What follows belongs to an exercise in optimizing a design on an open flow for small area, a short achievable clock period and few clock cycles; a production flow would make more cautious choices.
Only simulation tests tie the RTL to the original design; equivalence was not proved.

== alpha ==
==> flow/design.v (excerpt) <==
module sha256_core (
    input  wire         clk,
    input  wire         rst,         
    input  wire         msg_valid,
    output wire         msg_ready,
    input  wire         msg_first,
    input  wire [31:0]  msg_word,
    output reg          done,
    output wire [255:0] digest
);
For scale: ~1100 flip-flops, ~290 I/O pins, ~57000 µm² of cells after synthesis.
==> flow/config.mk <==
export PLATFORM = sky130hd
export DESIGN_NAME = sha256_core
export DESIGN_NICKNAME = sha256_core
export VERILOG_FILES = /design/flow/design.v
export SDC_FILE = /design/flow/constraint.sdc
export NUM_CORES = 4
export LEC_CHECK = 0
export ABC_AREA = 1
export CAP_MARGIN = 20
export CORE_MARGIN = 2
export CORE_UTILIZATION = 65
export CTS_CLUSTER_DIAMETER = 80
export CTS_CLUSTER_SIZE = 20
export SLEW_MARGIN = 20
==> flow/constraint.sdc <==
create_clock -name core_clock -period 10.0 [get_ports {clk}]
set_input_delay 2.0000 -clock core_clock [delete_from_list [all_inputs] [get_ports {clk}]]
set_output_delay 2.0000 -clock core_clock [all_outputs]
set_load 0.01 [all_outputs]
standard.sh (not shown) runs the stock make flow with config.mk's settings and CLKGATE_MAP_FILE= SYNTH_SCRIPT=/design/flow/synth_recipe.tcl, a recipe that flattens the netlist after the stock synthesis.
==> flow/flow/run.sh <==
#!/bin/bash
set -euo pipefail
bash standard.sh "BUFFER_PORTS_ARGS=-buffer_cell sky130_fd_sc_hd__buf_1" \
    SETUP_SLACK_MARGIN=5.6 finish > make.log 2>&1
alpha completed; timing, DRC and antenna clean
Testbench counts of alpha, summed over its fixed seeds: cycles 24,976.
Relative to alpha, the following input files were edited for beta:
Settings: CORE_UTILIZATION changed from 65 to 30.
==> comparison <==
- beta finished all stages; the layout is clean.
- alpha has completed all stages; timing, DRC and antenna checks passed.
- Taking alpha as the reference point, the via count of beta falls by 3373.
- alpha ended up with fa_2 as its cell at the slowest stage of the critical path; beta ended up with fa_1.
- Per the comparison of beta with alpha, width of the chip rose by 140 µm, pin count of the biggest net entering global routing fell by about 10%.
Input-level comparison between gamma and beta:
Settings: a change of CORE_UTILIZATION from 30 to 40.
==> run notes <==
Worst endpoint required time: gamma vs beta up 0.06 ns
Portion of the layout cell area used by non-clock buffers of beta is on par with gamma.
gamma completed every stage of the flow, and the final layout passed the timing, design-rule and antenna checks.
gamma vs beta, instance count: gamma lower
gamma vs. beta: number of fill cells went down about 30%; final worst-path cycle share went down 0.64 points.
Inputs modified between gamma and delta:
Settings: SETUP_SLACK_MARGIN now 5, previously not set; CTS_CLUSTER_SIZE no longer set, was 20; CTS_CLUSTER_DIAMETER no longer set, was 80.
==> flow/run.sh (new file) <==
#!/bin/bash
# synth_recipe.tcl (not shown) runs the flow's synth.tcl, then flattens the netlist and writes it again
# the make line also repeats each setting of config.mk as NAME=value (left out here)
make -C /OpenROAD-flow-scripts/flow DESIGN_CONFIG=/design/flow/config.mk WORK_HOME=/design/flow/orfs CLKGATE_MAP_FILE= SYNTH_SCRIPT=/design/flow/synth_recipe.tcl finish
removed: flow/flow/run.sh
removed: flow/standard.sh
Findings:
On delta: pin count of the biggest net entering global routing is 3 higher than what gamma gave.
Re final critical-path share of the clock period: delta is 4.7 points up on gamma.
delta gives more global-route usage over all layers than gamma did.
STATUS final worst slack: delta loses against gamma

* * *

sha256_core, a different RTL version from the one above (not shown whole).
Size in the first run: ~1100 flip-flops, roughly 59000 sq um of cells after synthesis.
clock: 10.0 ns
lec_check: 0
abc_area: 1
cap_margin: 20
core_margin: 2
core_utilization: 40
cts_buf_list: sky130_fd_sc_hd__clkbuf_8
setup_slack_margin: 5
slew_margin: 20
==> flow/flow/run.sh <==
#!/bin/bash
# Standard ORFS layout, with the ports buffered by the smallest buffer
# instead of the default choice. make's output goes to make.log here; ORFS
# keeps each step's log under orfs/logs.
set -euo pipefail
bash standard.sh "BUFFER_PORTS_ARGS=-buffer_cell sky130_fd_sc_hd__buf_1" finish > make.log 2>&1
Testbench counts at the start, summed over its fixed seeds: cycles 24,976.
Edit:
==> flow/run.sh (new file) <==
#!/bin/bash
# synth_recipe.tcl (not shown) runs the flow's synth.tcl, then flattens the netlist and writes it again
# the make line also repeats each setting of config.mk as NAME=value (left out here)
make -C /OpenROAD-flow-scripts/flow DESIGN_CONFIG=/design/flow/config.mk WORK_HOME=/design/flow/orfs CLKGATE_MAP_FILE= SYNTH_SCRIPT=/design/flow/synth_recipe.tcl finish
- CTS_BUF_LIST: sky130_fd_sc_hd__clkbuf_8 -> not set
removed: flow/flow/run.sh
removed: flow/standard.sh
Effect: The changed run completed without violations; final area rises by 3.2%; setup slack gains 150 ps; area after synthesis does not change; via count falls by 2.0%; routed wire length falls by 0.97%; global-route usage falls by 0.18 points.

* * *

Setup of amber:
sha256_core, a different RTL version from the one above (not shown whole).
For scale: roughly 1,100 flip-flops, ~290 I/O pins, about 50,000 um2 of cells after synthesis.
Design sha256_core, start of the top module:
module sha256_core (
    input  wire         clk,
    input  wire         rst,         
    input  wire         msg_valid,
    output wire         msg_ready,
    input  wire         msg_first,
    input  wire [31:0]  msg_word,
    output reg          done,
    output wire [255:0] digest
);
    localparam [255:0] IV = {32'h6a09e667, 32'hbb67ae85, 32'h3c6ef372, 32'ha54ff53a,
                             32'h510e527f, 32'h9b05688c, 32'h1f83d9ab, 32'h5be0cd19};
    reg  [3:0]  wcnt;     
    reg         wfull;    
    reg         pend;     
    reg         fin;      
    reg  [5:0]  rnd;      
    reg         ivsel;    
    reg         ok;       
    reg         rpl;      
    reg  [4:0]  rpc;      
    reg  [3:0]  mis;      
    reg         rp;       
    reg  [31:0] w [0:15];
    reg  [31:0] a, b, c, d, e, f, g, h;
    reg  [31:0] h0, h1, h2, h3, h4, h5, h6, h7;
    assign msg_ready = ~wfull & (mis == 4'd0);
    assign digest    = {h0, h1, h2, h3, h4, h5, h6, h7};
    wire accept = msg_valid & msg_ready;
    wire go     = (pend | wfull) & ~rpl;     
    wire rp_end = rpl & (rpc == 5'd16);
    wire ld_iv  = (accept & (wcnt == 4'd0) & msg_first) | (rp_end & ivsel);
    wire ld_h   = fin | (rpl & (rpc >= 5'd13));    
    wire ff     = ld_h | (go & (rnd[5:2] == 4'hf) & (rnd[1:0] != 2'd0));
    wire ok_nx  = ld_iv | fin | rp_end | (go & ok);
    function [31:0] rotr(input [31:0] x, input integer n);
        rotr = (x >> n) | (x << (32 - n));
    endfunction
    reg  [31:0] k_t, k_nx;
    wire [5:0]  rnd_nx = (rst | rpl) ? 6'd0 : go ? rnd + 6'd1 : rnd;
    always @(posedge clk)
        k_t <= k_nx;
    always @(*) begin
        case (rnd_nx)
            6'd0:  k_nx = 32'h428a2f98; 6'd1:  k_nx = 32'h71374491;
            6'd2:  k_nx = 32'hb5c0fbcf; 6'd3:  k_nx = 32'he9b5dba5;
            6'd4:  k_nx = 32'h3956c25b; 6'd5:  k_nx = 32'h59f111f1;
            6'd6:  k_nx = 32'h923f82a4; 6'd7:  k_nx = 32'hab1c5ed5;
            6'd8:  k_nx = 32'hd807aa98; 6'd9:  k_nx = 32'h12835b01;
            6'd10: k_nx = 32'h243185be; 6'd11: k_nx = 32'h550c7dc3;
  ...
==> flow/config.mk <==
export PLATFORM = sky130hd
export DESIGN_NAME = sha256_core
export DESIGN_NICKNAME = sha256_core
export VERILOG_FILES = /design/flow/design.v
export SDC_FILE = /design/flow/constraint.sdc
export NUM_CORES = 4
export LEC_CHECK = 0
export ABC_AREA = 1
export CAP_MARGIN = 20
export CORE_MARGIN = 2
export CORE_UTILIZATION = 40
export CTS_CLUSTER_DIAMETER = 80
export CTS_CLUSTER_SIZE = 20
export SLEW_MARGIN = 20
==> flow/constraint.sdc <==
create_clock -name core_clock -period 10.0 [get_ports {clk}]
set_input_delay 2.0000 -clock core_clock [delete_from_list [all_inputs] [get_ports {clk}]]
set_output_delay 2.0000 -clock core_clock [all_outputs]
set_load 0.01 [all_outputs]
==> flow/flow/run.sh <==
#!/bin/bash
set -euo pipefail
bash standard.sh "BUFFER_PORTS_ARGS=-buffer_cell sky130_fd_sc_hd__buf_1" \
    SETUP_SLACK_MARGIN=5.6 finish > make.log 2>&1
Testbench counts of amber, summed over its fixed seeds: cycles 24,976.
What xenon does differently from amber at the input level:
Settings: a change of CORE_UTILIZATION from 40 to 35.
-- flow/flow/run.sh --
<<< amber, line 4
    SETUP_SLACK_MARGIN=5.6 finish > make.log 2>&1
>>> xenon, line 4
    SETUP_SLACK_MARGIN=5.5 finish > make.log 2>&1
Actual transition at the worst max-transition pin: higher on xenon. From amber to xenon, DRC violation count after routing did not move at all. Compared with amber, in xenon routed length on met3 climbed 6.3%; logic depth of the worst path, buffers included dropped 2.
Input changes introduced in nickel (baseline for comparison: xenon):
Settings: ABC_AREA: 1 -> 0.
Notes after the runs:
Both conditions hold for nickel: the flow ran to the end and the final layout passed the timing, design-rule and antenna checks.
In the tables for xenon and nickel, sequential share of layout area reads higher with nickel.
Final critical path time including I/O delays and setup in nickel is 420 ps above xenon.
Core box area delta for nickel relative to xenon: 3.9% lower
The run with more routed wire is xenon, not nickel.
nickel vs xenon — final design area excluding fillers dropped slightly
[nickel] total nets after synthesis fell 14% relative to xenon
Looking at portion of netlist area occupied by mux cells, nickel sits 0.76 points higher than xenon does.

* * *

== quartz ==
sha256_core, a different RTL version from the one above (not shown whole).
For scale: about 290 I/O pins, ~55000 um^2 of cells after synthesis.
clock: 10.0 ns
lec_check: 0
abc_area: 1
cap_margin: 20
core_margin: 2
core_utilization: 35
cts_cluster_diameter: 80
cts_cluster_size: 20
slew_margin: 20
==> flow/flow/run.sh <==
#!/bin/bash
set -euo pipefail
bash standard.sh "BUFFER_PORTS_ARGS=-buffer_cell sky130_fd_sc_hd__buf_1" \
    SETUP_SLACK_MARGIN=5.5 finish > make.log 2>&1
Testbench counts of quartz, summed over its fixed seeds: cycles 24,976.
Input-level comparison between pepper and quartz:
# quartz
export LEC_CHECK = 0
export ABC_AREA = 1
export CAP_MARGIN = 20
export CORE_MARGIN = 2
export CORE_UTILIZATION = 35
export CTS_CLUSTER_DIAMETER = 80
export CTS_CLUSTER_SIZE = 20
export SLEW_MARGIN = 20
create_clock -name core_clock -period 10.0 [get_ports {clk}]
# pepper
export LEC_CHECK = 0
export ABC_AREA = 1
export CAP_MARGIN = 20
export CORE_MARGIN = 2
export CORE_UTILIZATION = 40
export CTS_CLUSTER_DIAMETER = 80
export CTS_CLUSTER_SIZE = 20
export SLEW_MARGIN = 20
create_clock -name core_clock -period 10.0 [get_ports {clk}]
==> flow/flow/run.sh <==
#!/bin/bash
set -euo pipefail
bash standard.sh "BUFFER_PORTS_ARGS=-buffer_cell sky130_fd_sc_hd__buf_1" \
    SETUP_SLACK_MARGIN=5.6 finish > make.log 2>&1
==> run notes <==
pepper vs quartz — number of gates resized after CTS dropped by a few percent
quartz → pepper: path length in cells of the critical path decreased 1, post-route minimum period increased 39 ps, worst-path maximum fanout decreased 2, mean number of vias per cell increased 2.5%.
Looking at uppermost signal routing layer after detailed routing, the met4 result is from pepper; the met5 one comes from quartz.

## afterwards: timing with drivers on the ports
The results above use ideal ports. As a check the final layouts listed here were re-extracted and re-timed, cells and wires unchanged. Step 1 (the two cells are an assumption about what drives the block):
set clk [get_ports {clk}]
set_driving_cell -lib_cell sky130_fd_sc_hd__clkbuf_16 $clk
set_driving_cell -lib_cell sky130_fd_sc_hd__buf_2 [delete_from_list [all_inputs] $clk]
Step 2 times the ports against the registers' clock, not the clock port: input delays grow and output delays shrink by t, the midpoint of the rising clock arrivals with the driver on. Three values: ideal, step 1, step 2; two values: the first two.
| run | t, ns | setup slack, ns | worst setup path after step 2 | worst data-port slew with drivers (ns) |
|---|---|---|---|---|
| alpha | 0.755 | 4.277 / 4.277 / 4.277 | register to register | 0.09 |
| beta | 0.807 | 5.502 / 5.502 / 4.874 | input to register | 0.04 |
| gamma | 0.784 | 5.566 / 5.566 / 4.860 | input to register | 0.12 |
| delta | 0.826 | 5.094 / 5.046 / 4.220 | input to register | 0.12 |
| the first run of note 2 | 1.000 | 4.927 / 4.927 / 4.619 | input to register | 0.04 |
| the second run of note 2 | 0.830 | 5.075 / 5.075 / 4.318 | input to register | 0.05 |
| amber | 0.784 | 5.565 / 5.565 / 4.985 | input to register | 0.09 |
| xenon | 0.779 | 5.555 / 5.555 / 4.995 | input to register | 0.07 |
| nickel | 0.754 | 5.138 / 5.138 / 4.865 | input to register | 0.04 |
| quartz | 0.774 | 5.537 / 5.537 / 4.836 | input to register | 0.17 |
| pepper | 0.792 | 5.498 / 5.498 / 5.094 | input to register | 0.17 |
After both steps setup and hold are still met in every run listed. The setup slack of delta, which loses most, moves by -0.048 ns with the drivers and by -0.874 ns with both steps.
